This is an optimization exercise on Yosys and OpenROAD, whose aim is small area, a short achievable clock period and few clock cycles per item, not a production implementation. No functional check of the RTL was part of any run shown here.

[flow/config.mk]
export PLATFORM = sky130hd
export DESIGN_NAME = cmp_coder
export DESIGN_NICKNAME = cmp_coder
export VERILOG_FILES = /design/flow/design.v
export SDC_FILE = /design/flow/constraint.sdc
export NUM_CORES = 4
export LEC_CHECK = 0
export CAP_MARGIN = 20
export CORE_MARGIN = 2
export CORE_UTILIZATION = 40
export SLEW_MARGIN = 20
[flow/constraint.sdc]
create_clock -name core_clock -period 55.0 [get_ports {clk}]
set_input_delay 11.0000 -clock core_clock [delete_from_list [all_inputs] [get_ports {clk}]]
set_output_delay 11.0000 -clock core_clock [all_outputs]
set_load 0.01 [all_outputs]
[flow/design.v]
module cmp_coder (
    input  wire        clk,
    input  wire        rst,         
    input  wire [1:0]  cfg_fmt,     
    input  wire [1:0]  cfg_type,    
    input  wire        cfg_pred,    
    input  wire [2:0]  cfg_e,       
    input  wire        in_valid,
    output wire        in_ready,
    input  wire [15:0] in_pix,
    input  wire        in_last,
    output reg         out_valid,
    input  wire        out_ready,
    output reg  [31:0] out_data,
    output reg         out_last,
    output wire [15:0] res_len,     
    output wire [15:0] res_npix,    
    output wire [31:0] res_crc      
);
    localparam [31:0] CRC_POLY = 32'h82F6_3B78;    
    reg        rst_r;        
    reg        run;          
    reg        rdy;          
    reg        pend;         
    reg        first_exp;    
    assign in_ready = rdy;
    wire accept = in_valid & rdy;
    reg [1:0] fmt_r;
    reg [1:0] type_r;
    reg       pred_r;
    reg [2:0] e_r;
    wire        is_raw = (type_r == 2'd1);
    wire        is_bnd = (type_r == 2'd3);
    wire [15:0] maxv   = (fmt_r == 2'd0) ? 16'h03FF : (fmt_r == 2'd1) ? 16'h0FFF : 16'hFFFF;
    wire [15:0] half   = (fmt_r == 2'd0) ? 16'h0200 : (fmt_r == 2'd1) ? 16'h0800 : 16'h8000;
    wire [2:0]  ee     = is_bnd ? e_r : 3'd0;           
    wire [3:0]  w      = {ee, 1'b1};                    
    reg        s0_v, s0_last, s0_first, s0_i1;
    reg [15:0] s0_pix;
    reg [1:0]  cnt;           
    always @(posedge clk) begin
        rst_r <= rst;
        if (rst_r) begin
            s0_v      <= 1'b0;
            first_exp <= 1'b1;
        end else if (run) begin
            s0_v     <= accept;
            s0_pix   <= in_pix;
            s0_last  <= in_last;
            s0_first <= first_exp;
            s0_i1    <= !first_exp && (cnt == 2'd1);
            if (accept) begin
                first_exp <= in_last;
                cnt       <= first_exp ? 2'd1 : (cnt == 2'd2) ? 2'd2 : cnt + 2'd1;
            end
        end
        if (accept && first_exp) begin
            fmt_r  <= cfg_fmt;
            type_r <= cfg_type;
            pred_r <= cfg_pred;
            e_r    <= cfg_e;
        end
    end
    reg [15:0] x1, x2;        
    wire [15:0] x  = s0_pix & maxv;
    wire        i1 = s0_i1;
    wire [15:0] xp = s0_first ? half : (pred_r && !i1) ? x2 : x1;
    wire [1:0]  asel = s0_first ? 2'd0 : (pred_r && !i1) ? 2'd2 : 2'd1;
    wire [16:0] dd    = {1'b0, x} - {1'b0, xp};
    wire        sgn_c = (fmt_r == 2'd0) ? dd[9] : (fmt_r == 2'd1) ? dd[11] : dd[15];
    wire        sgn   = is_bnd ? dd[16] : sgn_c;
    wire [15:0] dabs  = (dd[15:0] ^ {16{sgn}}) + {15'd0, sgn};
    wire [15:0] mag   = is_bnd ? dabs : (dabs & maxv);
    function [5:0] dstep;
        input [3:0] r;
        input [1:0] bits;
        input [2:0] e;
        reg [5:0] t, w1, w2, w3;
        begin
            t  = {r, bits};
            w1 = {2'b00, e, 1'b1};
            w2 = {1'b0, e, 2'b10};
            w3 = {1'b0, e, 2'b10} + {2'b00, e, 1'b1};
            if (t >= w3)      dstep = {2'd3, t[3:0] - w3[3:0]};
            else if (t >= w2) dstep = {2'd2, t[3:0] - w2[3:0]};
            else if (t >= w1) dstep = {2'd1, t[3:0] - w1[3:0]};
            else              dstep = {2'd0, t[3:0]};
        end
    endfunction
    reg [3:0]  r1;
    reg [5:0]  q1;
    integer i;
    always @(*) begin
        r1 = 4'd0;
        for (i = 2; i >= 0; i = i - 1)
            {q1[2*i+1 -: 2], r1} = dstep(r1, mag[2*i+11 -: 2], ee);
    end
    reg        s1_v, s1_last, s1_first, s1_sgn;
    reg [1:0]  s1_asel;
    reg [3:0]  s1_r;
    reg [15:0] s1_q;          
    always @(posedge clk) begin
        if (rst_r) begin
            s1_v <= 1'b0;
        end else if (run) begin
            s1_v     <= s0_v;
            s1_last  <= s0_last;
            s1_first <= s0_first;
            s1_sgn   <= sgn;
            s1_asel  <= asel;
            s1_r     <= r1;
            s1_q     <= {q1, mag[9:0]};
            if (s0_v) begin
                x2  <= x1;
                x1  <= x;
            end
        end
    end
    reg [3:0]  r2;
    reg [9:0]  q2;
    always @(*) begin
        r2 = s1_r;
        for (i = 4; i >= 0; i = i - 1)
            {q2[2*i+1 -: 2], r2} = dstep(r2, s1_q[2*i+1 -: 2], ee);
    end
    reg        s2_v, s2_last, s2_first, s2_sgn;
    reg [1:0]  s2_asel;
    reg [3:0]  s2_r;
    reg [15:0] s2_q;
    always @(posedge clk) begin
        if (rst_r) begin
            s2_v <= 1'b0;
        end else if (run) begin
            s2_v     <= s1_v;
            s2_last  <= s1_last;
            s2_first <= s1_first;
            s2_sgn   <= s1_sgn;
            s2_asel  <= s1_asel;
            s2_r     <= r2;
            s2_q     <= {s1_q[15:10], q2};
        end
    end
    reg signed [3:0] adj1, adj2;    
    reg [1:0]  ctx;                 
    reg [21:0] a_r [0:3];
    reg [5:0]  n_r [0:3];
    reg [13:0] npix;
    wire [15:0] x3 = s1_v ? x2 : x1;
    wire signed [3:0] adjp = (s2_asel == 2'd0) ? 4'sd0 : (s2_asel == 2'd1) ? adj1 : adj2;
    wire signed [5:0] tt   = $signed({2'b00, s2_r}) + (s2_sgn ? -{{2{adjp[3]}}, adjp} : {{2{adjp[3]}}, adjp});
    wire        corr = (tt > $signed({3'b000, ee}));
    wire signed [5:0] sp   = corr ? tt - $signed({2'b00, w}) : tt;    
    wire signed [5:0] s    = s2_sgn ? -sp : sp;                       
    wire [15:0] hu  = x3 - {{10{s[5]}}, s};
    wire [15:0] top = ~x3 & maxv;                                     
    wire        lo  = !s[5] && (x3[15:3] == 13'd0) && (x3[2:0] < s[2:0]);
    wire        hi  = s[5] && (top[15:3] == 13'd0) && ({1'b0, top[2:0]} < -s[3:0]);
    wire [15:0] h   = lo ? 16'd0 : hi ? maxv : hu;
    wire signed [3:0] adjn = lo ? $signed(x3[3:0]) : hi ? $signed(x3[3:0] - maxv[3:0]) : s[3:0];
    wire [15:0] qp1 = s2_q + 16'd1;
    wire [15:0] qm1 = s2_q - 16'd1;
    wire        qz  = (s2_q == 16'd0);
    reg  [15:0] m;
    always @(*) begin
        if (!corr)
            m = (s2_sgn && !qz) ? {qm1[14:0], 1'b1} : {s2_q[14:0], 1'b0};
        else
            m = s2_sgn ? {s2_q[14:0], 1'b1} : {qp1[14:0], 1'b0};
    end
    wire [21:0] a_c = a_r[ctx];
    wire [5:0]  n_c = n_r[ctx];
    reg  [16:0] kok;
    integer kk;
    always @(*) begin
        for (kk = 0; kk <= 16; kk = kk + 1)
            kok[kk] = ((a_c >> (kk + 6)) == 22'd0) &&
                      ((((a_c >> kk) & 22'h3F) < {16'd0, n_c}) ||
                       ((((a_c >> kk) & 22'h3F) == {16'd0, n_c}) &&
                        ((a_c & ~(22'h3FFFFF << kk)) == 22'd0)));
    end
    reg  [4:0]  k;
    always @(*) begin
        k = 5'd16;
        for (kk = 16; kk >= 0; kk = kk - 1)
            if (kok[kk]) k = kk[4:0];
    end
    wire [4:0] b3 = (fmt_r == 2'd0) ? 5'd10 : (fmt_r == 2'd1) ? 5'd12 : 5'd16;
    function [31:0] zsh;
        input [31:0] c;
        input integer n;
        integer j;
        reg [31:0] cc;
        begin
            cc = c;
            for (j = 0; j < n; j = j + 1)
                cc = cc[0] ? ((cc >> 1) ^ CRC_POLY) : (cc >> 1);
            zsh = cc;
        end
    endfunction
    reg  [31:0] crc;          
    reg  [2:0]  cbits;        
    wire [31:0] crc_in = s2_first ? 32'd0 : crc;
    wire [2:0]  cb_in  = s2_first ? 3'd0 : cbits;
    wire [2:0]  cb_new = cb_in + b3[2:0];
    wire [31:0] u10 = zsh(crc_in ^ {16'd0, h}, 10);
    wire [31:0] u12 = zsh(u10, 2);
    wire [31:0] u14 = zsh(u12, 2);
    wire [31:0] u16 = zsh(u14, 2);
    wire [31:0] o32 = 32'hFFFF_FFFF;
    wire [4:0]  nsh = s2_last ? (b3 + {2'b00, 3'd0 - cb_new}) : b3;
    reg  [31:0] crc_new;
    always @(*) begin
        case (nsh)
            5'd10:   crc_new = u10 ^ zsh(o32, 10) ^ o32;
            5'd12:   crc_new = u12 ^ zsh(o32, 12) ^ o32;
            5'd14:   crc_new = u14 ^ zsh(o32, 14) ^ o32;
            default: crc_new = u16 ^ zsh(o32, 16) ^ o32;
        endcase
    end
    assign res_crc = crc;
    reg        s3_v, s3_last, s3_first, s3_raw;
    reg [1:0]  s3_fmt;
    reg [15:0] s3_m;          
    reg [4:0]  s3_k;
    integer j3;
    always @(posedge clk) begin
        if (rst_r) begin
            s3_v <= 1'b0;
            ctx  <= 2'd0;
            adj1 <= 4'sd0;
            adj2 <= 4'sd0;
            for (j3 = 0; j3 < 4; j3 = j3 + 1) begin
                a_r[j3] <= 22'd4;
                n_r[j3] <= 6'd1;
            end
        end else if (run) begin
            s3_v     <= s2_v;
            s3_last  <= s2_last;
            s3_first <= s2_first;
            s3_raw   <= is_raw;
            s3_fmt   <= fmt_r;
            s3_m     <= is_raw ? h : m;
            s3_k     <= k;
            if (s2_v) begin
                crc   <= crc_new;
                cbits <= cb_new;
                npix  <= s2_first ? 14'd1 : npix + 14'd1;
                adj2  <= adj1;
                adj1  <= is_bnd ? adjn : 4'sd0;
                ctx   <= (m == 16'd0) ? 2'd0 : (m <= 16'd2) ? 2'd1 : (m <= 16'd14) ? 2'd2 : 2'd3;
                if (!is_raw) begin
                    if (n_c == 6'd63) begin
                        a_r[ctx] <= (a_c + {6'd0, m}) >> 1;
                        n_r[ctx] <= 6'd32;
                    end else begin
                        a_r[ctx] <= a_c + {6'd0, m};
                        n_r[ctx] <= n_c + 6'd1;
                    end
                end
                if (s2_last) begin
                    ctx <= 2'd0;
                    for (j3 = 0; j3 < 4; j3 = j3 + 1) begin
                        a_r[j3] <= 22'd4;
                        n_r[j3] <= 6'd1;
                    end
                end
            end
        end
    end
    assign res_npix = {2'b00, npix};
    wire [4:0] b4 = (s3_fmt == 2'd0) ? 5'd10 : (s3_fmt == 2'd1) ? 5'd12 : 5'd16;
    wire [15:0] mask4 = (s3_fmt == 2'd0) ? 16'h03FF : (s3_fmt == 2'd1) ? 16'h0FFF : 16'hFFFF;
    wire [15:0] qv    = s3_m >> s3_k;
    wire        esc   = (qv >= 16'd24);
    reg  [16:0] ww;
    reg  [4:0]  uu;
    reg  [5:0]  clen;
    always @(*) begin
        if (s3_raw) begin
            ww   = {1'b0, ~s3_m & mask4};
            uu   = 5'd0;
            clen = {1'b0, b4};
        end else if (esc) begin
            ww   = {1'b0, ~s3_m & mask4};
            uu   = 5'd24;
            clen = 6'd24 + {1'b0, b4};
        end else begin
            ww   = {(~s3_m & ~(16'hFFFF << s3_k)), 1'b1};
            uu   = qv[4:0];
            clen = {1'b0, qv[4:0]} + 6'd1 + {1'b0, s3_k};
        end
    end
    reg [71:0] acc;           
    reg [6:0]  nbits;
    reg [15:0] nbytes;        
    reg        flushing;      
    wire        ins  = run && s3_v;
    wire [6:0]  sh   = nbits + {2'b00, uu};
    wire [87:0] clr  = {71'd0, (ins ? ww : 17'd0)} << sh;
    wire [87:0] accI = {16'hFFFF, acc} & ~clr;
    wire [6:0]  nbI  = nbits + (ins ? {1'b0, clen} : 7'd0);
    wire want      = flushing ? (nbits != 7'd0) : (nbits >= 7'd32);
    wire take      = want && (!out_valid || out_ready);
    wire take_last = flushing && (nbits <= 7'd32);
    wire [6:0]  nb_t  = take_last ? 7'd0 : nbI - 7'd32;
    wire [6:0]  nb_n  = take ? nb_t : nbI;
    wire        ov_n  = want || (out_valid && !out_ready);
    wire [6:0]  lsum  = {4'd0, nbits[2:0]} + {1'b0, clen} + (s3_last ? 7'd7 : 7'd0);
    assign res_len = nbytes;
    wire pend_n  = (run && s2_v && s2_last) ? 1'b1 :
                   (out_valid && out_ready && out_last) ? 1'b0 : pend;
    wire s0v_n   = run ? accept : s0_v;
    wire s1v_n   = run ? s0_v : s1_v;
    wire s2v_n   = run ? s1_v : s2_v;
    wire s2f_n   = run ? s1_first : s2_first;
    wire fexp_n  = accept ? in_last : first_exp;
    wire ok_t    = (nb_t <= 7'd32) || (nb_t <= 7'd48 && !ov_n);
    wire ok_k    = (nbI <= 7'd32) || (nbI <= 7'd48 && !ov_n);
    wire pack_ok = take ? ok_t : ok_k;
    wire hold3   = s2v_n && s2f_n && pend_n;
    wire run_n   = pack_ok && !hold3;
    wire rdy_n   = run_n && !(fexp_n && (s0v_n || s1v_n));
    always @(posedge clk) begin
        if (rst) begin
            run       <= 1'b0;
            rdy       <= 1'b0;
            out_valid <= 1'b0;
        end else if (rst_r) begin
            run       <= 1'b1;
            rdy       <= 1'b1;
            out_valid <= 1'b0;
        end else begin
            run       <= run_n;
            rdy       <= rdy_n;
            out_valid <= ov_n;
        end
        if (rst_r) begin
            acc      <= {72{1'b1}};
            nbits    <= 7'd0;
            flushing <= 1'b0;
            pend     <= 1'b0;
        end else begin
            acc      <= take ? {16'hFFFF, accI[87:32]} : accI[71:0];
            nbits    <= nb_n;
            pend     <= pend_n;
            if (ins && s3_last) flushing <= 1'b1;
            if (take && take_last) flushing <= 1'b0;
        end
        if (take) begin
            out_data <= take_last ? (acc[31:0] & ~(32'hFFFF_FFFF << nbits[5:0])) : acc[31:0];
            out_last <= take_last;
        end
        if (ins) begin
            nbytes <= (s3_first ? 16'd0 : nbytes) + {12'd0, lsum[6:3]};
        end
    end
endmodule
[flow/flow/run.sh]
#!/bin/bash
set -uo pipefail
export SETUP_SLACK_MARGIN=43
bash standard.sh > standard.log 2>&1
[flow/standard.sh]
#!/bin/bash
# synth_recipe.tcl (not shown) runs the flow's synth.tcl, then flattens the netlist and writes it again
# the make line also repeats each setting of config.mk as NAME=value (left out here)
make -C /OpenROAD-flow-scripts/flow DESIGN_CONFIG=/design/flow/config.mk WORK_HOME=/design/flow/orfs CLKGATE_MAP_FILE= SYNTH_SCRIPT=/design/flow/synth_recipe.tcl "${@:-finish}"
==> flow_summary.toml, run 1 <==
[run_status]
outcome = "no timing/DRC/antenna violations"

[global_routing]
grt_pass1_wl_um = 159000
grt_overflow_total = 0
grt_pass1_vias = 28300
track_usage_pct = 21.6
grt_max_degree = 71
antenna_found_initial = 1

[clock_tree]
cts_made_buffers = 52
cts_max_level = 2
tritoncts = "done"
clk_latency_ns = 0.65
numClockSinks = 449
cts_buffer_depth = 3
cts_root_buffer = "clkbuf_16"
postCtsHoldBufs = 0
clk_pin_slew_ns = 0.06

[setup_path]
crit_family = "flip-flops"
path_max_fanout = 2
path_buf_inv = 1
arrival_ns = 1.28
critical-path-max-stage-delay_ns = 0.45
slowest_stage = "edfxtp_1"
cp_data_required_time_ns = 44.00
start_kind = "flop"
worstSetupPathType = "reg -> out"
cp-end-kind = "output port"
path_cells = "buf_2"

[sta]
setup_viol = 0
fin_hold_ws_ns = 0.420
finalClockSkew_ns = 0.0502
slew-limit-headroom_pct = 23.5
finalHoldViolCount = 0
clock.fmax_mhz = 81.5
slew_viol_final = 0
postLayoutSetupSlackWorst_ns = 42.72
min_period_over_period_pct = 22.3
tightest_slew_ns = 1.15
rsz0062_at_grt = "true"
tns_ns = 0
fin_crit_ns = 12.28

[die]
die_area_sq_um = 91600
core-area_sq_um = 88400
ios = 128
initial_core_util_pct = 40.4
fp.dieH_um = 303
placementRows = 109
die_w_um = 303

[synthesis]
synth_top_cell_area_share_pct = 29.2
netlist-cell-type-count = 108
ys_seq_area_share_pct = 34.9
synthTopCellsByArea = "edfxtp_1 29%, ha_1 9.5%, xnor2_1 6.4%"
synthCells = 3828
synth-edff-count = 347
synthArstFlopShare_pct = 0
synth.yosys.warnings = 1
synth-main-ff-cell = "edfxtp_1"
mappedNetlistArea_sq_um = 35700
avgSynthCellArea_sq_um = 9.32
yosysTopAreaCell = "edfxtp_1"
ys_ff_latch = 449

[cells_and_area]
syn_to_final_growth_pct = 14.1
fin_area_sq_um = 40700
num_antenna_cells = 0
regArea_sq_um = 12500
multi_input_comb_area_sq_um = 22200
fill_cells = 8476
drive_gt1_share_pct = 13.1
finalNetCount = 4312

[routing]
drc = 0
via_count = 29500
wirelength_um = 102000
drtPass1Iterations = 6
drtAntennaViolNets = 0
viasPerCell = 5.69
wl_per_cell_um = 19.6
drt_iter0_markers = 2408

[placement]
io_buffers = 125
place.gp.congestion = 0.915
place_area_sq_um = 38200
dpl_worst_slack_ns = 40.83
dp_hpwl_um = 71300

[flow_run]
maxCapViolations = 0

[min_path]
min_path_type = "reg -> reg"
## area by class of cell
class                      instances  share of cell area (%)
inverter                         183                    1.78
sequential                       449                    30.6
multi-input combinational       3041                    54.7
clock buffer                      62                    3.36
clock inverter                    34                    1.10
tap                             1165                    3.58
timing repair buffer             256                    4.79
timing repair inverter             2                  0.0799
## final timing paths
kind	startpoint	cells past startpoint	to	slack [ns]
worst max-delay path	crc[0]	1	res_crc[0]	42.72
worst min-delay path	s1_last	0	s2_last	0.42
worst max register to register	pred_r	43	s1_r[1]	43.63
worst min register to register	s1_last	0	s2_last	0.42
## kinds of logic after synthesis
group	synth area share, %
xor gates and xnor gates	10.4
muxes	5.79
and+or+nand+nor	16.2
DFF	34.9
AOI/OAI and AO/OA	17.9
other	0.0105
buffers and inverters	3.68
adders and majority gates	11.0
## cell usage in the layout, fill, tap and decap left out, types with 28 or more instances in the layout
| master | synthesis | final |
|---|---|---|
| buf_4 | 2 | 125 |
| a22oi_1 | 29 | 28 |
| o22ai_1 | 31 | 29 |
| nor3_1 | 76 | 75 |
| mux2i_1 | 80 | 79 |
| nand2_1 | 358 | 353 |
| a21oi_1 | 273 | 262 |
| a21o_1 | 78 | 78 |
| nand3_1 | 68 | 66 |
| buf_2 | 8 | 74 |
| and2_1 | 41 | 41 |
| dfxtp_1 | 102 | 98 |
| nor2_1 | 343 | 339 |
| edfxtp_1 | 347 | 347 |
| nand2b_1 | 60 | 57 |
| o21ai_0 | 198 | 193 |
| o21a_1 | 41 | 41 |
| clkbuf_16 | 0 | 52 |
| or3_1 | 37 | 37 |
| nand4_1 | 37 | 37 |
| ha_1 | 271 | 271 |
| mux2_2 | 31 | 31 |
| a31oi_1 | 33 | 32 |
| xor2_1 | 99 | 98 |
| o211ai_1 | 59 | 59 |
| inv_1 | 178 | 175 |
| nor2b_1 | 70 | 68 |
| mux4_2 | 39 | 39 |
| xnor2_1 | 261 | 255 |
## layer usage
layer,up-vias,global-route usage [%],routed length (um)
li1,14300,-,-
met1,14200,29.7,45900
met2,861,36.1,47800
met3,188,2.27,5050
met4,0,6.45,2750
met5,-,0,0
## stage by stage
stage	cells	util [%]
2_1_floorplan	3829	-
3_3_place_gp	5001	43.2
3_5_place_dp	5001	43.2
4_1_cts	5155	45.5
5_1_grt	5192	46.0
6_report	5192	46.0
## synth_stat cells (39+ instances only)
| library cell | number |
|---|---|
| mux4_2 | 39 |
| nor2b_1 | 70 |
| a21o_1 | 78 |
| o21ai_0 | 198 |
| nor2_1 | 343 |
| xor2_1 | 99 |
| dfxtp_1 | 102 |
| edfxtp_1 | 347 |
| nand3_1 | 68 |
| nor3_1 | 76 |
| nand2_1 | 358 |
| o21a_1 | 41 |
| nand2b_1 | 60 |
| and2_1 | 41 |
| mux2i_1 | 80 |
| clkbuf_1 | 141 |
| o211ai_1 | 59 |
| xnor2_1 | 261 |
| a21oi_1 | 273 |
| ha_1 | 271 |
| inv_1 | 178 |
## worst register-to-register path: cells and delay by family (launching register included)
family                     cells  cell delay (ns)
AOI/OAI and AO/OA             18             5.08
and+or+nand+nor               12             2.33
adders and majority gates      5             1.62
muxes                          3             0.93
buffers and inverters          4             0.60
DFF                            1             0.39
xor gates and xnor gates       1             0.15
## state kept, by name, summed over array words and instances, names as in the netlist, 5 cells and up, named ones only
name and cells:
crc 32, s0_pix 16, x2 16, s1_q 16, nbits 7, s3_m 16
x1 16, out_data 32, npix 14, s2_q 16, n_r 24, s3_k 5
acc 72, a_r 88, nbytes 16
## timing repair
action | 4_1_cts | 5_1_grt
gates resized for setup | 438 | 38
gates cloned | 6 | 0
pin swaps | 4 | 4
setup endpoints to repair | 229 | 125
setup buffers | 52 | 36
==> inputs of run 2 (changes only) <==
--- a/flow/config.mk
+++ b/flow/config.mk
@@ -10,2 +10,4 @@
 export CORE_UTILIZATION = 40
+export CTS_CLUSTER_DIAMETER = 60
+export CTS_CLUSTER_SIZE = 30
 export SLEW_MARGIN = 20
==> flow_summary.toml, run 2 <==
[setup_path]
arrival_ns = 1.26
start_kind = "flop"
cp_data_required_time_ns = 44.00
slowest_stage = "edfxtp_1"
path_max_fanout = 2
rr_worst_depth = 50
path_buf_inv = 1
critical_path_depth = 1
crit_family = "flip-flops"
worstSetupPathType = "reg -> out"
cp-end-kind = "output port"
critical-path-max-stage-delay_ns = 0.46
path_cells = "buf_2"

[synthesis]
avgSynthCellArea_sq_um = 9.32
ys_seq_area_share_pct = 34.9
synth_common_cells = "358 x nand2_1, 347 x edfxtp_1, 343 x nor2_1"
synthTopCellsByArea = "edfxtp_1 29%, ha_1 9.5%, xnor2_1 6.4%"
yosysTopAreaCell = "edfxtp_1"
synthArstFlopShare_pct = 0
synthCells = 3828
synth_top_cell_area_share_pct = 29.2
synth.most_common_cell = "nand2_1"
synth-edff-count = 347
ys_ff_latch = 449
synth-main-ff-cell = "edfxtp_1"
synth.yosys.warnings = 1
mappedNetlistArea_sq_um = 35700
netlist-cell-type-count = 108

[placement]
dp_hpwl_um = 71300
io_buffers = 125
place.gp.congestion = 0.915

[routing]
wirelength_um = 101000
wl_per_cell_um = 19.5
viasPerCell = 5.69
via_count = 29500
drtPass1Iterations = 7
drt_iter0_markers = 2366
drc = 0
drtAntennaViolNets = 0

[sta]
fin_crit_ns = 12.26
setup_viol = 0
min_period_over_period_pct = 22.3
slew_viol_final = 0
finalHoldViolCount = 0
tightest_slew_ns = 1.13
slew-limit-headroom_pct = 24.6
finalClockSkew_ns = 0.0322
clock.fmax_mhz = 81.6
fin_hold_ws_ns = 0.422
tns_ns = 0
rsz0062_at_grt = "true"

[clock_tree]
clk_pin_slew_ns = 0.07
cts_root_buffer = "clkbuf_16"
cts_max_level = 2
cts_buffer_depth = 3
cts_made_buffers = 43
tritoncts = "done"
numClockSinks = 449
clk_latency_ns = 0.62

[die]
fp.dieH_um = 303
ios = 128
placementRows = 109
die_w_um = 303
core-area_sq_um = 88400
die_area_sq_um = 91600
initial_core_util_pct = 40.4

[cells_and_area]
fill_cells = 8505
mostFrequentLayoutCells = "353 x nand2_1, 347 x edfxtp_1, 339 x nor2_1, 270 x ha_1, 262 x a21oi_1"
top_regs = "a_r x88, acc x72"
syn_to_final_growth_pct = 13.3
multi_input_comb_area_sq_um = 22200
finalNetCount = 4306
regArea_sq_um = 12500
layout_commonest_cell = "nand2_1"
drive_gt1_share_pct = 13.1
top_register = "a_r"
num_antenna_cells = 0
largest_reg_flops = 88

[global_routing]
grt_overflow_total = 0
grt_pass1_vias = 28000
antenna_found_initial = 1
grt_pass1_wl_um = 158000
track_usage_pct = 21.5
grt_max_degree = 71

[run_status]
outcome = "no timing/DRC/antenna violations"

[flow_run]
maxCapViolations = 0

[min_path]
min_path_type = "reg -> reg"
whs_path_depth = 0
-- run 2: changes by cell type in the layout (fill, tap and decap cells not counted), sizes merged, moves of 2 or more --
cell / before / now
clkinvlp: 6 / 3
clkinv: 24 / 22
buf: 228 / 230
inv: 181 / 194
bufinv: 8 / 0
clkbuf: 62 / 48
-- run 2: metrics by stage --
step,instance area (sq um),setup slack (ns),util [%],instances
final,40400,42.74,45.7,5179
after global placement,38200,40.83,43.2,5001
after detailed placement,38200,40.83,43.2,5001
after global routing,40400,42.71,45.7,5179
after floorplan,35900,42.86,-,3829
after CTS,39900,42.68,45.2,5140
-- run 2: logic make-up after synthesis --
| kind of cell | Yosys count | synth area share (%) |
|---|---|---|
| flip-flops | 449 | 34.9 |
| AO/OA/AOI/OAI | 985 | 17.9 |
| XOR/XNOR | 388 | 10.4 |
| adder cells (fa/ha/maj) | 299 | 11.0 |
| buffers and inverters | 343 | 3.68 |
| multiplexers | 152 | 5.79 |
| other | 1 | 0.0105 |
| AND/OR/NAND/NOR | 1211 | 16.2 |
-- run 2: area by class of cell --
| type | count | share of cell area (%) |
|---|---|---|
| Clock inverter | 34 | 1.05 |
| Multi-Input combinational cell | 3041 | 55.0 |
| Clock buffer | 46 | 2.80 |
| Inverter | 183 | 1.79 |
| Timing Repair inverter | 2 | 0.0805 |
| Timing Repair Buffer | 259 | 4.82 |
| Sequential cell | 449 | 30.8 |
| Tap cell | 1165 | 3.61 |
-- run 2: metal layers --
metal / wire (um) / track usage, % / part of all wire (%) / up-vias
li1: - / - / - / 14300
met1: 45700 / 29.5 / 45 / 14100
met2: 47500 / 35.9 / 47 / 864
met3: 5220 / 2.35 / 5.2 / 171
met4: 2780 / 6.32 / 2.7 / 0
met5: 0 / 0 / 0 / -
-- run 2: what timing repair did --
| action | CTS | global route |
|---|---|---|
| hold buffers | 0 | 0 |
| gates resized for setup | 438 | 39 |
| pin swaps | 3 | 4 |
| gates cloned | 6 | 0 |
| endpoints found under the setup margin | 232 | 119 |
| setup buffers | 53 | 37 |
-- run 2: worst paths after layout --
check,startpoint,end,slack [ns]
max reg2reg,pred_r,s1_r[1],43.57
min reg2reg,s1_last,s2_last,0.42
min,s1_last,s2_last,0.42
max,crc[0],res_crc[0],42.74
==> inputs of run 3 (changes only) <==
--- a/flow/config.mk
+++ b/flow/config.mk
@@ -10,4 +10,4 @@
 export CORE_UTILIZATION = 40
-export CTS_CLUSTER_DIAMETER = 60
-export CTS_CLUSTER_SIZE = 30
+export CTS_CLUSTER_DIAMETER = 80
+export CTS_CLUSTER_SIZE = 34
 export SLEW_MARGIN = 20
==> flow_summary.toml, run 3 <==
[run_status]
outcome = "no timing/DRC/antenna violations"

[placement]
io_buffers = 125
place.gp.congestion = 0.915
place_area_sq_um = 38200
dp_hpwl_um = 71300

[global_routing]
grt_overflow_total = 0
grt_max_degree = 71
antenna_found_initial = 1
grt_pass1_vias = 27800
track_usage_pct = 21.3
grt_pass1_wl_um = 157000

[flow_run]
maxCapViolations = 0

[synthesis]
synth-main-ff-cell = "edfxtp_1"
synthCells = 3828
synth-edff-count = 347
netlist-cell-type-count = 108
ys_seq_area_share_pct = 34.9
mappedNetlistArea_sq_um = 35700
synthTopCellsByArea = "edfxtp_1 29%, ha_1 9.5%, xnor2_1 6.4%"
synthArstFlopShare_pct = 0
avgSynthCellArea_sq_um = 9.32
synth_common_cells = "358 x nand2_1, 347 x edfxtp_1, 343 x nor2_1"
synth.most_common_cell = "nand2_1"
synth.yosys.warnings = 1
ys_ff_latch = 449
synth_top_cell_area_share_pct = 29.2
yosysTopAreaCell = "edfxtp_1"

[sta]
setup_viol = 0
tns_ns = 0
fin_crit_ns = 12.28
tightest_slew_ns = 1.15
slew-limit-headroom_pct = 23.0
finalHoldViolCount = 0
clock.fmax_mhz = 81.5
min_period_over_period_pct = 22.3
finalClockSkew_ns = 0.0311
slew_viol_final = 0
rsz0062_at_grt = "true"

[setup_path]
worstSetupPathType = "reg -> out"
critical-path-max-stage-delay_ns = 0.47
path_max_fanout = 3
path_cells = "buf_6"
crit_family = "flip-flops"
slowest_stage = "edfxtp_1"
cp_data_required_time_ns = 44.00
arrival_ns = 1.28
start_kind = "flop"
cp-end-kind = "output port"
path_buf_inv = 1

[die]
die_area_sq_um = 91600
fp.dieH_um = 303
ios = 128
initial_core_util_pct = 40.4
core-area_sq_um = 88400
die_w_um = 303
placementRows = 109

[cells_and_area]
fin_area_sq_um = 40000
layout_commonest_cell = "nand2_1"
syn_to_final_growth_pct = 12.1
post-route-util_pct = 45.3
drive_gt1_share_pct = 12.3
finalNetCount = 4290
regArea_sq_um = 12500
top_regs = "a_r x88, acc x72"
largest_reg_flops = 88
multi_input_comb_area_sq_um = 22300
top_register = "a_r"
mostFrequentLayoutCells = "353 x nand2_1, 347 x edfxtp_1, 339 x nor2_1, 271 x ha_1, 262 x a21oi_1"
fill_cells = 8566
num_antenna_cells = 0

[routing]
via_count = 29300
wl_per_cell_um = 19.5
viasPerCell = 5.70
drc = 0
drtAntennaViolNets = 0
drtPass1Iterations = 6
wirelength_um = 100000
drt_iter0_markers = 2383

[min_path]
min_path_type = "reg -> reg"

[clock_tree]
clk_pin_slew_ns = 0.11
clk_latency_ns = 0.63
tritoncts = "done"
postCtsHoldBufs = 0
cts_made_buffers = 29
cts_max_level = 1
cts_root_buffer = "clkbuf_16"
cts_buffer_depth = 3
numClockSinks = 449

[power]
run 3: cell types whose count changed in the layout (fill, tap and decap cells not counted), sizes merged:
cell    before  now
clkinv      22   10
clkbuf      48   35
buf        230  229
inv        194  191
run 3: kinds of logic (layout without fill, tap and decap cells):
group,count (synthesis),count (layout),share of synthesized area (%)
AND/OR/NAND/NOR,1211,1215,16.2
AO/OA/AOI/OAI,985,985,17.9
flip-flops,449,449,34.9
XOR/XNOR,388,388,10.4
buffers and inverters,343,495,3.68
adder cells (fa/ha/maj),299,299,11.0
multiplexers,152,152,5.79
other,1,2,0.0105
run 3: cell type report:
type	instances	share of cell area [%]
multi-input combinational	3041	55.6
sequential	449	31.2
clock buffer	34	1.97
tap	1165	3.64
clock inverter	19	0.832
timing repair inverter	2	0.0813
inverter	183	1.81
timing repair buffer	257	4.87
run 3: per-stage QoR:
step	instances	setup slack [ns]	hold WS, ns
after floorplan	3829	42.86	0.400
after global placement	5001	40.83	0.404
after detailed placement	5001	40.83	0.405
after CTS	5112	42.66	0.428
after global routing	5150	42.68	0.437
final	5150	42.72	0.427
run 3: repair_timing:
item	CTS	global route
setup endpoints to repair	230	117
setup buffers	52	37
gates resized for setup	439	40
pin swaps	3	4
cloned	6	0
run 3: final timing paths:
path,slack (ns),cells after the start,start,end
setup reg to reg,43.67,49,fmt_r[1],s1_r[1]
hold reg to reg,0.43,0,s1_last,s2_last
hold / removal,0.43,0,s1_last,s2_last
setup / recovery,42.72,1,nbytes[7],res_len[7]
run 3: per-layer routing:
metal | share of wire [%] | GRT usage [%] | vias up
li1 | - | - | 14200
met1 | 46 | 29.6 | 14100
met2 | 47 | 35.8 | 816
met3 | 4.7 | 1.92 | 151
met4 | 2.5 | 5.35 | 0
met5 | 0 | 0 | -
==> inputs of run 4 (changes only) <==
--- a/flow/design.v
+++ b/flow/design.v
@@ -56,3 +56,3 @@
         end
-        if (accept && first_exp) begin
+        if (rdy && first_exp) begin
             fmt_r  <= cfg_fmt;
==> flow_summary.toml, run 4 <==
[synthesis]
synth_common_cells = "356 x nand2_1, 347 x edfxtp_1, 347 x nor2_1"
ys_seq_area_share_pct = 34.9
yosysTopAreaCell = "edfxtp_1"
synth.yosys.warnings = 1
synthTopCellsByArea = "edfxtp_1 29%, ha_1 9.5%, xnor2_1 6.4%"
synth_top_cell_area_share_pct = 29.2
ys_ff_latch = 449
synth.most_common_cell = "nand2_1"
synthCells = 3826
synth-main-ff-cell = "edfxtp_1"
mappedNetlistArea_sq_um = 35700
netlist-cell-type-count = 108
synth-edff-count = 347
synthArstFlopShare_pct = 0
avgSynthCellArea_sq_um = 9.32

[sta]
fin_crit_ns = 12.35
slew-limit-headroom_pct = 28.5
tns_ns = 0
slew_viol_final = 0
setup_viol = 0
min_period_over_period_pct = 22.5
clock.fmax_mhz = 80.9
fin_hold_ws_ns = 0.429
finalClockSkew_ns = 0.0415
finalHoldViolCount = 0
rsz0062_at_grt = "true"
tightest_slew_ns = 1.07

[run_status]
outcome = "no timing/DRC/antenna violations"

[placement]
place.gp.congestion = 0.920
io_buffers = 125
dp_hpwl_um = 75600

[cells_and_area]
mostFrequentLayoutCells = "351 x nand2_1, 347 x edfxtp_1, 345 x nor2_1, 270 x ha_1, 260 x a21oi_1"
largest_reg_flops = 88
top_regs = "a_r x88, acc x72"
finalNetCount = 4305
layout_commonest_cell = "nand2_1"
drive_gt1_share_pct = 12.6
top_register = "a_r"
syn_to_final_growth_pct = 12.9

[setup_path]
path_buf_inv = 1
cp_data_required_time_ns = 44.00
path_max_fanout = 2
critical_path_depth = 1
rr_worst_depth = 40
rrSetupSlack_ns = 43.89
cp-endpoint = "res_crc[1]"
worstSetupPathType = "reg -> out"
cp-end-kind = "output port"
worstReg2RegEnd = "s1_r[1]"
r2r_start = "s0_first"
startpoint = "crc[1]"
path_cells = "buf_2"
start_kind = "flop"
critical-path-max-stage-delay_ns = 0.55
slowest_stage = "edfxtp_1"
crit_family = "flip-flops"
arrival_ns = 1.35

[clock_tree]
cts_buffer_depth = 3
postCtsHoldBufs = 0
numClockSinks = 449
cts_root_buffer = "clkbuf_16"
tritoncts = "done"
cts_max_level = 2
clk_pin_slew_ns = 0.09
clk_latency_ns = 0.61
cts_made_buffers = 34

[flow_run]
maxCapViolations = 0

[min_path]
min_from = "s1_q[12]"
min_path_type = "reg -> reg"

[routing]
drt_iter0_markers = 2459
drtAntennaViolNets = 0
wirelength_um = 105000
wl_per_cell_um = 20.3
viasPerCell = 5.69
drtPass1Iterations = 6
via_count = 29400
drc = 0

[die]
fp.dieH_um = 303
placementRows = 109
ios = 128
die_w_um = 303
initial_core_util_pct = 40.4
die_area_sq_um = 91600
core-area_sq_um = 88400

[global_routing]
track_usage_pct = 22.6
grt_pass1_vias = 28300
grt_overflow_total = 0
antenna_found_initial = 3
grt_pass1_wl_um = 164000
grt_max_degree = 57
==> run 4: repair_timing <==
| action | CTS | global route |
|---|---|---|
| gates resized for setup | 446 | 44 |
| pin swaps | 1 | 7 |
| setup endpoints to repair | 183 | 118 |
| setup buffers | 50 | 36 |
| endpoints found under the hold margin | 0 | 0 |
| gates cloned | 4 | 2 |
==> run 4: layout make-up <==
class	count	area [sq um]
antenna	2	5.00
clock buffer	34	851
clock inverter	28	427
fill	8490	48100
inverter	183	724
multi-input combinational	3035	22200
sequential	449	12500
tap	1165	1460
timing repair buffer	272	2130
timing repair inverter	3	43.8
==> run 4: cell families (layout without fill, tap and decap cells) <==
kind of cell / count (synthesis) / count (layout) / share of synthesized area [%]
compound gates: 981 / 981 / 17.9
xor+xnor: 390 / 390 / 10.5
fa+ha+maj: 299 / 299 / 11.1
buf+inv: 343 / 520 / 3.68
flops: 449 / 449 / 34.9
mux: 152 / 152 / 5.79
other cells: 1 / 4 / 0.0105
simple gates: 1211 / 1211 / 16.2
==> run 4: metrics by stage <==
step	instances	setup WS, ns	cell area [sq um]	util, %
after floorplan	3827	42.86	35900	-
after global placement	5015	41.76	38300	43.3
after detailed placement	5015	41.70	38300	43.4
after CTS	5131	42.61	39800	45.0
after global routing	5169	42.61	40300	45.6
final	5171	42.65	40300	45.6
==> run 4: worst min path at each step <==
stage | endpoint | slack, ns | depth (start not counted)
final | s2_q[12] | 0.43 | 0
after global routing | s2_q[12] | 0.43 | 0
after CTS | s2_q[12] | 0.43 | 0
after detailed placement | s2_asel[0] | 0.41 | 0
after global placement | s2_asel[1] | 0.40 | 0
after floorplan | s1_last | 0.40 | 0
==> run 4: worst register-to-register path, delay by kind of cell, from the launching register on <==
| kind | cells | cell delay, ns |
|---|---|---|
| buf+inv | 3 | 0.50 |
| xor+xnor | 2 | 0.32 |
| compound gates | 17 | 4.47 |
| mux | 2 | 0.75 |
| simple gates | 11 | 2.35 |
| fa+ha+maj | 5 | 1.74 |
| flops | 1 | 0.73 |
==> run 4: routing by layer <==
layer  vias to the layer above  GRT usage [%]  share of wire, %
li1                      14300              -                 -
met1                     14100           30.6                44
met2                       882           37.3                47
met3                       164           3.49               6.4
met4                         0           6.69               2.8
met5                         -              0                 0
==> inputs of run 5 (changes only) <==
--- a/flow/config.mk
+++ b/flow/config.mk
@@ -9,3 +9,3 @@
 export CORE_MARGIN = 2
-export CORE_UTILIZATION = 40
+export CORE_UTILIZATION = 65
 export CTS_CLUSTER_DIAMETER = 80
==> flow_summary.toml, run 5 <==
[synthesis]
synthCells = 3826
synthTopCellsByArea = "edfxtp_1 29%, ha_1 9.5%, xnor2_1 6.4%"
synth_top_cell_area_share_pct = 29.2
synth_common_cells = "356 x nand2_1, 347 x edfxtp_1, 347 x nor2_1"
synth_xor_area_share_pct = 10.5
mappedNetlistArea_sq_um = 35700
ys_seq_area_share_pct = 34.9
synth-main-ff-cell = "edfxtp_1"
synth-edff-count = 347
netlist-cell-type-count = 108
synthArstFlopShare_pct = 0
avgSynthCellArea_sq_um = 9.32
synth-simple-area-share_pct = 16.2
synth.most_common_cell = "nand2_1"
yosysTopAreaCell = "edfxtp_1"
synth-adder-area-share_pct = 11.1
synth.yosys.warnings = 1
synth_top_family_by_area = "compound AO/OA/AOI/OAI gates"
synth-compound-area-share_pct = 17.9
ys_ff_latch = 449
synthMuxAreaShare_pct = 5.79

[routing]
wirelength_um = 100000
viasPerCell = 6.58
drtPass1Iterations = 6
drtAntennaViolNets = 0
drc = 0
via_count = 30800
drt_iter0_markers = 3076
wl_per_cell_um = 21.4

[setup_path]
arrival_ns = 1.24
rrSetupSlack_ns = 43.79
cp_data_required_time_ns = 44.00
start_kind = "flop"
critical-path-max-stage-delay_ns = 0.45
crit_family = "flip-flops"
rr_worst_depth = 43
critical_path_depth = 1
startpoint = "crc[9]"
path_max_fanout = 2
slowest_stage = "edfxtp_1"
worstSetupPathType = "reg -> out"
r2r_start = "pred_r"
cp-end-kind = "output port"
path_cells = "buf_2"
path_buf_inv = 1

[clock_tree]
cts_max_level = 1
cts_made_buffers = 27
clk_pin_slew_ns = 0.10
cts_root_buffer = "clkbuf_16"
tritoncts = "done"
numClockSinks = 449
cts_buffer_depth = 3
clk_latency_ns = 0.62

[sta]
tightest_slew_ns = 1.05
tns_ns = 0
slew_viol_final = 0
slew-limit-headroom_pct = 30.1
clock.fmax_mhz = 81.7
fin_hold_ws_ns = 0.425
finalHoldViolCount = 0
fin_crit_ns = 12.24
finalClockSkew_ns = 0.0405
min_period_over_period_pct = 22.3
rsz0062_at_grt = "true"
setup_viol = 0

[die]
ios = 128
die_area_sq_um = 56800
fp.dieH_um = 238
initial_core_util_pct = 66.0
die_w_um = 238
placementRows = 85
core-area_sq_um = 54000

[cells_and_area]
finalNetCount = 4292
drive_gt1_share_pct = 12.2
layout_commonest_cell = "nand2_1"
top_regs = "a_r x88, acc x72"
largest_reg_flops = 88
mostFrequentLayoutCells = "356 x nand2_1, 347 x edfxtp_1, 344 x nor2_1, 270 x ha_1, 261 x a21oi_1"
top_register = "a_r"
post-route-util_pct = 72.6
fill_cells = 3988
syn_to_final_growth_pct = 9.94

[global_routing]
grt_max_degree = 57
grt_pass1_wl_um = 159000
grt_overflow_total = 0
antenna_found_initial = 1
grt_pass1_vias = 30000
track_usage_pct = 34.5

[min_path]
min_path_type = "reg -> reg"
whs_path_depth = 0
min_from = "s1_q[14]"

[placement]
place.gp.congestion = 0.943
io_buffers = 125
dp_hpwl_um = 71500

[flow_run]
maxCapViolations = 0

[run_status]
outcome = "no timing/DRC/antenna violations"
run 5: cell counts after synthesis:
Identical to the previous run, type by type.
run 5: cells by family (layout without fill, tap and decap cells):
kind of cell             after synthesis  in the layout
buffers and inverters                343            498
flip-flops                           449            449
other                                  1              3
multiplexers                         152            152
XOR/XNOR                             390            390
AO/OA/AOI/OAI                        981            981
AND/OR/NAND/NOR                     1211           1214
adder cells (fa/ha/maj)              299            299
run 5: final timing paths:
path,end
setup / recovery,res_crc[9]
hold / removal,s2_q[14]
setup reg to reg,s1_r[1]
hold reg to reg,s2_q[14]
run 5: cell type report:
class                      instances  area, sq um  area share [%]
tap                              696          871            2.22
sequential                       449        12500            31.8
clock inverter                    20          379           0.967
multi-input combinational       3038        22200            56.6
clock buffer                      29          704            1.80
timing repair buffer             265         1870            4.77
inverter                         183          724            1.85
timing repair inverter             1         16.3          0.0415
antenna                            1         2.50         0.00638
run 5: timing repair:
action                     in CTS  in global routing
gates cloned                    5                  0
buffers inserted               52                 39
hold buffers                    0                  0
pin swaps                       1                  7
setup endpoints to repair     224                127
resized for setup             415                 33
run 5: per-stage QoR:
stage | cells | setup WS [ns] | area (sq um)
final | 4682 | 42.76 | 39200
after floorplan | 3827 | 42.86 | 35900
after CTS | 4642 | 42.73 | 38800
after detailed placement | 4536 | 41.23 | 37600
after global routing | 4682 | 42.72 | 39200
after global placement | 4536 | 41.30 | 37600
run 5: per-layer routing:
| layer | wire [um] | part of all wire (%) | vias to the layer above | GRT usage [%] |
|---|---|---|---|---|
| li1 | - | - | 14200 | - |
| met1 | 40900 | 41 | 14900 | 45.9 |
| met2 | 48700 | 49 | 1445 | 59.3 |
| met3 | 7360 | 7.3 | 225 | 3.91 |
| met4 | 3130 | 3.1 | 0 | 10.8 |
| met5 | 0 | 0 | - | 0 |
==> inputs of run 6 (changes only) <==
--- a/flow/config.mk
+++ b/flow/config.mk
@@ -9,3 +9,3 @@
 export CORE_MARGIN = 2
-export CORE_UTILIZATION = 65
+export CORE_UTILIZATION = 55
 export CTS_CLUSTER_DIAMETER = 80
==> flow_summary.toml, run 6 <==
[clock_tree]
cts_made_buffers = 29
cts_buffer_depth = 3
numClockSinks = 449
cts_root_buffer = "clkbuf_16"
tritoncts = "done"
postCtsHoldBufs = 0
cts_max_level = 1
clk_latency_ns = 0.63
clk_pin_slew_ns = 0.08

[routing]
wl_per_cell_um = 20.9
drtAntennaViolNets = 0
wirelength_um = 101000
viasPerCell = 6.23
drt_iter0_markers = 2730
via_count = 30100
drtPass1Iterations = 7
drc = 0

[global_routing]
antenna_found_initial = 1
grt_overflow_total = 0
track_usage_pct = 29.4
grt_pass1_wl_um = 160000
grt_pass1_vias = 29600
grt_max_degree = 58

[die]
initial_core_util_pct = 55.5
die_area_sq_um = 66900
fp.dieH_um = 259
placementRows = 93
ios = 128
core-area_sq_um = 64200
die_w_um = 259

[sta]
clock.fmax_mhz = 81.7
setup_viol = 0
min_period_over_period_pct = 22.3
slew_viol_final = 0
tns_ns = 0
fin_crit_ns = 12.24
slew-limit-headroom_pct = 27.0
fin_hold_ws_ns = 0.416
finalHoldViolCount = 0
finalClockSkew_ns = 0.0317
tightest_slew_ns = 1.09
rsz0062_at_grt = "true"

[cells_and_area]
post-route-util_pct = 61.3
layout_commonest_cell = "nand2_1"
mostFrequentLayoutCells = "351 x nand2_1, 347 x edfxtp_1, 344 x nor2_1, 270 x ha_1, 260 x a21oi_1"
regArea_sq_um = 12500
largest_reg_flops = 88
drive_gt1_share_pct = 12.2
finalNetCount = 4280
syn_to_final_growth_pct = 10.3
multi_input_comb_area_sq_um = 22200
fill_cells = 5550
top_regs = "a_r x88, acc x72"
top_register = "a_r"
fin_area_sq_um = 39400

[setup_path]
cp_data_required_time_ns = 44.00
worstReg2RegEnd = "s1_r[1]"
worstSetupPathType = "reg -> out"
start_kind = "flop"
r2r_start = "pred_r"
slowest_stage = "edfxtp_1"
rrSetupSlack_ns = 43.55
critical-path-max-stage-delay_ns = 0.46
cp-end-kind = "output port"
arrival_ns = 1.24
path_max_fanout = 2
path_cells = "buf_2"
startpoint = "crc[26]"
path_buf_inv = 1
rr_worst_depth = 47
crit_family = "flip-flops"

[synthesis]
synth_top_family_by_area = "compound AO/OA/AOI/OAI gates"
synth.most_common_cell = "nand2_1"
avgSynthCellArea_sq_um = 9.32
synthMuxAreaShare_pct = 5.79
ys_ff_latch = 449
synth-edff-count = 347
synth-main-ff-cell = "edfxtp_1"
mappedNetlistArea_sq_um = 35700
ys_seq_area_share_pct = 34.9
synth_common_cells = "356 x nand2_1, 347 x edfxtp_1, 347 x nor2_1"
synth-adder-area-share_pct = 11.1
synth_top_cell_area_share_pct = 29.2
yosysTopAreaCell = "edfxtp_1"
synth-simple-area-share_pct = 16.2
synth-compound-area-share_pct = 17.9
synth.yosys.warnings = 1
synthCells = 3826
synthTopCellsByArea = "edfxtp_1 29%, ha_1 9.5%, xnor2_1 6.4%"
synth_xor_area_share_pct = 10.5
netlist-cell-type-count = 108
synthArstFlopShare_pct = 0

[min_path]
min_path_type = "reg -> reg"
min_from = "s1_q[12]"
hold_path_end = "s2_q[12]"
whs_path_depth = 0

[run_status]
outcome = "no timing/DRC/antenna violations"

[placement]
io_buffers = 125
dp_hpwl_um = 71900
place_area_sq_um = 37800
place.gp.congestion = 0.924

[flow_run]
maxCapViolations = 0
[run 6: cell counts after synthesis]
Identical to the previous run, type by type.
[run 6: metal layers]
| layer | wire (um) | vias to the layer above | global-route usage [%] |
|---|---|---|---|
| li1 | - | 14200 | - |
| met1 | 43500 | 14700 | 39.6 |
| met2 | 48500 | 1052 | 50.1 |
| met3 | 6260 | 190 | 3.72 |
| met4 | 2580 | 0 | 7.84 |
| met5 | 0 | - | 0 |
[run 6: area by class of cell]
type	count	share of cell area, %
multi-input combinational	3038	56.5
timing repair buffer	250	4.56
sequential	449	31.7
clock inverter	21	0.706
clock buffer	32	1.92
antenna	1	0.00636
tap	855	2.72
timing repair inverter	2	0.0827
inverter	183	1.85
[run 6: logic make-up (layout without fill, tap and decap cells)]
kind of cell,Yosys count,in the layout
flip-flops,449,449
AND/OR/NAND/NOR,1211,1214
other,1,3
AO/OA/AOI/OAI,981,981
adder cells (fa/ha/maj),299,299
buffers and inverters,343,488
XOR/XNOR,390,390
multiplexers,152,152
[run 6: timing repair]
item / CTS / global route
cloned: 5 / 0
setup endpoints to repair: 222 / 109
buffers inserted: 51 / 33
gates resized for setup: 419 / 40
pin swaps: 3 / 3
[run 6: metrics by stage]
stage	std cells	setup slack (ns)
floorplan	3827	42.86
global placement	4687	41.07
detailed placement	4687	40.96
CTS	4796	42.74
global route	4831	42.70
finish	4831	42.76
[run 6: how the worst max path moves through the flow]
| stage | endpoint | slack (ns) | depth (start not counted) |
|---|---|---|---|
| after detailed placement | acc[54] | 40.96 | 7 |
| after floorplan | rdy | 42.86 | 8 |
| after global placement | acc[51] | 41.07 | 7 |
| final | res_crc[26] | 42.76 | 1 |
| after CTS | res_crc[26] | 42.74 | 1 |
| after global routing | s1_r[1] | 42.70 | 50 |
==> inputs of run 7 (changes only) <==
--- a/flow/config.mk
+++ b/flow/config.mk
@@ -9,5 +9,5 @@
 export CORE_MARGIN = 2
-export CORE_UTILIZATION = 55
-export CTS_CLUSTER_DIAMETER = 80
-export CTS_CLUSTER_SIZE = 34
+export CORE_UTILIZATION = 40
+export CTS_CLUSTER_DIAMETER = 70
+export CTS_CLUSTER_SIZE = 32
 export SLEW_MARGIN = 20
==> flow_summary.toml, run 7 <==
[run_status]
outcome = "no timing/DRC/antenna violations"

[synthesis]
ys_seq_area_share_pct = 34.9
synth.yosys.warnings = 1
synthTopCellsByArea = "edfxtp_1 29%, ha_1 9.5%, xnor2_1 6.4%"
mappedNetlistArea_sq_um = 35700
synth_common_cells = "356 x nand2_1, 347 x edfxtp_1, 347 x nor2_1"
synth-edff-count = 347
synthArstFlopShare_pct = 0
netlist-cell-type-count = 108
avgSynthCellArea_sq_um = 9.32
synth.most_common_cell = "nand2_1"
ys_ff_latch = 449
synth-main-ff-cell = "edfxtp_1"
yosysTopAreaCell = "edfxtp_1"
synth_top_cell_area_share_pct = 29.2
synthCells = 3826

[cells_and_area]
syn_to_final_growth_pct = 13.2
top_register = "a_r"
top_regs = "a_r x88, acc x72"
layout_commonest_cell = "nand2_1"
largest_reg_flops = 88
finalNetCount = 4299
drive_gt1_share_pct = 12.5
mostFrequentLayoutCells = "351 x nand2_1, 347 x edfxtp_1, 345 x nor2_1, 270 x ha_1, 260 x a21oi_1"
fin_area_sq_um = 40400

[setup_path]
cp_data_required_time_ns = 44.00
crit_family = "flip-flops"
r2r_start = "s2_asel[1]"
start_kind = "flop"
path_cells = "buf_2"
arrival_ns = 1.36
path_max_fanout = 2
slowest_stage = "edfxtp_1"
cp-end-kind = "output port"
worstSetupPathType = "reg -> out"
critical-path-max-stage-delay_ns = 0.56
path_buf_inv = 1
startpoint = "crc[1]"

[die]
core-area_sq_um = 88400
placementRows = 109
fp.dieH_um = 303
ios = 128
initial_core_util_pct = 40.4
die_w_um = 303
die_area_sq_um = 91600

[sta]
postLayoutSetupSlackWorst_ns = 42.64
rsz0062_at_grt = "true"
fin_crit_ns = 12.36
slew_viol_final = 0
tns_ns = 0
tightest_slew_ns = 1.03
finalHoldViolCount = 0
clock.fmax_mhz = 80.9
min_period_over_period_pct = 22.5
finalClockSkew_ns = 0.0426
setup_viol = 0
slew-limit-headroom_pct = 30.8
fin_hold_ws_ns = 0.416

[routing]
drc = 0
drtPass1Iterations = 6
via_count = 29400
drt_iter0_markers = 2220
wirelength_um = 105000
wl_per_cell_um = 20.3
viasPerCell = 5.69
drtAntennaViolNets = 0

[placement]
io_buffers = 125
place.gp.congestion = 0.920
dp_hpwl_um = 75600
dpl_worst_slack_ns = 41.70
place_area_sq_um = 38300

[clock_tree]
postCtsHoldBufs = 0
cts_max_level = 2
cts_buffer_depth = 3
cts_made_buffers = 39
cts_root_buffer = "clkbuf_16"
tritoncts = "done"
clk_latency_ns = 0.61
numClockSinks = 449
clk_pin_slew_ns = 0.07

[global_routing]
grt_pass1_wl_um = 164000
antenna_found_initial = 4
grt_overflow_total = 0
grt_max_degree = 57
grt_pass1_vias = 28300
track_usage_pct = 22.6

[flow_run]
maxCapViolations = 0

[min_path]
min_path_type = "reg -> reg"
min_from = "s1_q[12]"
## run 7: cells by family (layout without fill, tap and decap cells)
group	count (synthesis)	count (layout)	share of synthesized area [%]
and+or+nand+nor	1211	1211	16.2
AOI/OAI and AO/OA	981	981	17.9
other	1	3	0.0105
xor gates and xnor gates	390	390	10.5
muxes	152	152	5.79
adders and majority gates	299	299	11.1
buffers and inverters	343	518	3.68
DFF	449	449	34.9
## run 7: metal layers
| metal | track usage, % | wire [um] | vias to the layer above |
|---|---|---|---|
| met5 | 0 | 0 | - |
| met4 | 6.37 | 2750 | 0 |
| met3 | 3.00 | 6010 | 145 |
| met2 | 37.7 | 49600 | 805 |
| met1 | 30.7 | 46600 | 14200 |
| li1 | - | - | 14300 |
## run 7: per-stage QoR
stage | utilization (%) | std cells
after floorplan | - | 3827
final | 45.7 | 5168
after global placement | 43.3 | 5015
after detailed placement | 43.4 | 5015
after CTS | 45.3 | 5141
after global routing | 45.7 | 5167
## run 7: final timing paths
kind                end  slack [ns]  cells past startpoint
max          res_crc[1]       42.64                      1
min            s2_q[12]        0.42                      0
max reg2reg      crc[7]       43.84                     35
min reg2reg    s2_q[12]        0.42                      0
## run 7: what timing repair did
| item | CTS | global route |
|---|---|---|
| pin swaps | 1 | 3 |
| gates resized for setup | 446 | 43 |
| endpoints found under the setup margin | 188 | 139 |
| cloned | 4 | 0 |
| setup buffers | 51 | 26 |
## run 7: final cells by class
class | instances | area (sq um)
Fill cell | 8491 | 48000
Multi-Input combinational cell | 3035 | 22200
Sequential cell | 449 | 12500
Timing Repair Buffer | 262 | 2050
Tap cell | 1165 | 1460
Clock buffer | 41 | 993
Inverter | 183 | 724
Clock inverter | 30 | 472
Timing Repair inverter | 2 | 32.5
Antenna cell | 1 | 2.50
==> inputs of run 8 (changes only) <==
--- a/flow/config.mk
+++ b/flow/config.mk
@@ -9,5 +9,5 @@
 export CORE_MARGIN = 2
-export CORE_UTILIZATION = 40
-export CTS_CLUSTER_DIAMETER = 70
-export CTS_CLUSTER_SIZE = 32
+export CORE_UTILIZATION = 60
+export CTS_CLUSTER_DIAMETER = 60
+export CTS_CLUSTER_SIZE = 30
 export SLEW_MARGIN = 20
==> flow_summary.toml, run 8 <==
[cells_and_area]
multi_input_comb_area_sq_um = 22200
instances_no_fill = 4767
top_regs = "a_r x88, acc x72"
fin_area_sq_um = 39700
drive_gt1_share_pct = 12.4
regArea_sq_um = 12500
top_register = "a_r"
fill_cells = 4594
layout_commonest_cell = "nand2_1"
syn_to_final_growth_pct = 11.2
mostFrequentLayoutCells = "355 x nand2_1, 347 x edfxtp_1, 344 x nor2_1, 270 x ha_1, 258 x a21oi_1"
finalNetCount = 4289
largest_reg_flops = 88

[clock_tree]
cts_buffer_depth = 3
cts_made_buffers = 40
numClockSinks = 449
clk_latency_ns = 0.61
cts_max_level = 2
cts_root_buffer = "clkbuf_16"
postCtsHoldBufs = 0
tritoncts = "done"
clk_pin_slew_ns = 0.09

[synthesis]
synthArstFlopShare_pct = 0
avgSynthCellArea_sq_um = 9.32
synth-main-ff-cell = "edfxtp_1"
netlist-cell-type-count = 108
synth.yosys.warnings = 1
synthTopCellsByArea = "edfxtp_1 29%, ha_1 9.5%, xnor2_1 6.4%"
synth_top_cell_area_share_pct = 29.2
ys_seq_area_share_pct = 34.9
mappedNetlistArea_sq_um = 35700
synth_common_cells = "356 x nand2_1, 347 x edfxtp_1, 347 x nor2_1"
yosysTopAreaCell = "edfxtp_1"
synth-edff-count = 347
ys_ff_latch = 449
synthCells = 3826
synth.most_common_cell = "nand2_1"

[sta]
rsz0062_at_grt = "true"
min_period_over_period_pct = 22.2
fin_hold_ws_ns = 0.418
postLayoutSetupSlackWorst_ns = 42.78
slew_viol_final = 0
clock.fmax_mhz = 81.8
finalClockSkew_ns = 0.0385
tightest_slew_ns = 1.17
setup_viol = 0
tns_ns = 0
fin_crit_ns = 12.22
slew-limit-headroom_pct = 21.3
finalHoldViolCount = 0

[min_path]
min_path_type = "reg -> reg"

[routing]
wirelength_um = 101000
met3_wirelength_um = 6700
met2_length_um = 48800
drc = 0
highest_layer = "met4"
wl_met1_um = 43000
wl_per_cell_um = 21.2
drtPass1Iterations = 8
via_count = 30500
drtAntennaViolNets = 0
viasPerCell = 6.40
drt_iter0_markers = 2878

[global_routing]
grt_max_degree = 63
grt_overflow_total = 0
grt_pass1_vias = 29300
track_usage_pct = 32.3
antenna_found_initial = 2
grt_pass1_wl_um = 158000

[die]
core-area_sq_um = 58900
initial_core_util_pct = 60.5
die_w_um = 248
die_area_sq_um = 61400
placementRows = 89
ios = 128
fp.dieH_um = 248

[setup_path]
start_kind = "flop"
critical-path-max-stage-delay_ns = 0.45
path_max_fanout = 2
crit_family = "flip-flops"
arrival_ns = 1.22
cp_data_required_time_ns = 44.00
path_cells = "buf_2"
path_buf_inv = 1
cp-end-kind = "output port"
worstSetupPathType = "reg -> out"
slowest_stage = "edfxtp_1"

[placement]
place.gp.congestion = 0.922
dpl_worst_slack_ns = 40.93
place_area_sq_um = 37700
dp.cells = 4612
dp_hpwl_um = 71700
io_buffers = 125

[flow_run]
maxCapViolations = 0

[run_status]
outcome = "no timing/DRC/antenna violations"
-- run 8: path summary, 6_finish.rpt --
path / startpoint / endpoint / slack, ns / depth (start not counted)
max: crc[16] / res_crc[16] / 42.78 / 1
min: s1_q[12] / s2_q[12] / 0.42 / 0
max reg2reg: fmt_r[0] / s1_r[1] / 43.40 / 41
min reg2reg: s1_q[12] / s2_q[12] / 0.42 / 0
-- run 8: cell families (layout without fill, tap and decap cells) --
group / after synthesis / count (layout) / share of synthesized area, %
adder cells (fa/ha/maj): 299 / 299 / 11.1
XOR/XNOR: 390 / 390 / 10.5
other: 1 / 4 / 0.0105
AND/OR/NAND/NOR: 1211 / 1214 / 16.2
AO/OA/AOI/OAI: 981 / 981 / 17.9
multiplexers: 152 / 152 / 5.79
flip-flops: 449 / 449 / 34.9
buffers and inverters: 343 / 505 / 3.68
-- run 8: what timing repair did --
| action | CTS | global route |
|---|---|---|
| setup endpoints to repair | 224 | 120 |
| gates resized for setup | 416 | 38 |
| pin swaps | 2 | 3 |
| setup buffers | 51 | 25 |
| cloned | 4 | 1 |
-- run 8: stage by stage --
stage / util (%)
final: 67.3
after detailed placement: 64.0
after CTS: 66.7
after global routing: 67.3
after global placement: 64.0
after floorplan: -
-- run 8: area by class of cell --
type / count / share of cell area [%]
Inverter: 183 / 1.82
Timing Repair inverter: 2 / 0.0694
Sequential cell: 449 / 31.4
Antenna cell: 2 / 0.0126
Timing Repair Buffer: 248 / 4.40
Clock buffer: 42 / 2.60
Tap cell: 773 / 2.44
Multi-Input combinational cell: 3038 / 56.0
Clock inverter: 30 / 1.26
-- run 8: per-layer routing --
layer  track usage [%]  up-vias
met3              4.11      209
li1                  -    14300
met1              43.2    14800
met5                 0        -
met2              54.7     1201
met4              9.67        0

==> port drivers added, routing unchanged <==
In the flow no input, the clock included, has a driving cell. The finished layouts below were timed again as built, in two steps.
Step 1 assumes that a clkbuf_16 drives the clock port and a buf_2 every other input.
Step 2 also shifts input and output timing later by t, the mid clock arrival at the registers, as if the neighbouring blocks saw the same clock.
Three values: ideal ports, drivers, drivers and shift; two values: the first two.
run | shift t [ns] | setup WS [ns] | worst setup path at the end | latest minus earliest clock arrival (ns)
run 1 | 0.684 | 42.723 / 42.661 / 42.385 | input to register | 0.054 / 0.053
run 2 | 0.671 | 42.744 / 42.681 / 42.526 | input to register | 0.032 / 0.032
run 3 | 0.677 | 42.724 / 42.661 / 42.525 | input to register | 0.038 / 0.038
run 4 | 0.655 | 42.646 / 42.585 / 42.495 | input to register | 0.049 / 0.050
run 5 | 0.657 | 42.761 / 42.701 / 42.494 | input to register | 0.041 / 0.040
run 6 | 0.676 | 42.761 / 42.695 / 42.416 | input to register | 0.031 / 0.032
run 7 | 0.655 | 42.642 / 42.576 / 42.488 | input to register | 0.053 / 0.053
run 8 | 0.657 | 42.780 / 42.711 / 42.450 | input to register | 0.041 / 0.041
After both steps setup and hold are still met in every run listed. The setup slack of run 6, which loses most, moves by -0.066 ns with the drivers and by -0.345 ns with both steps.
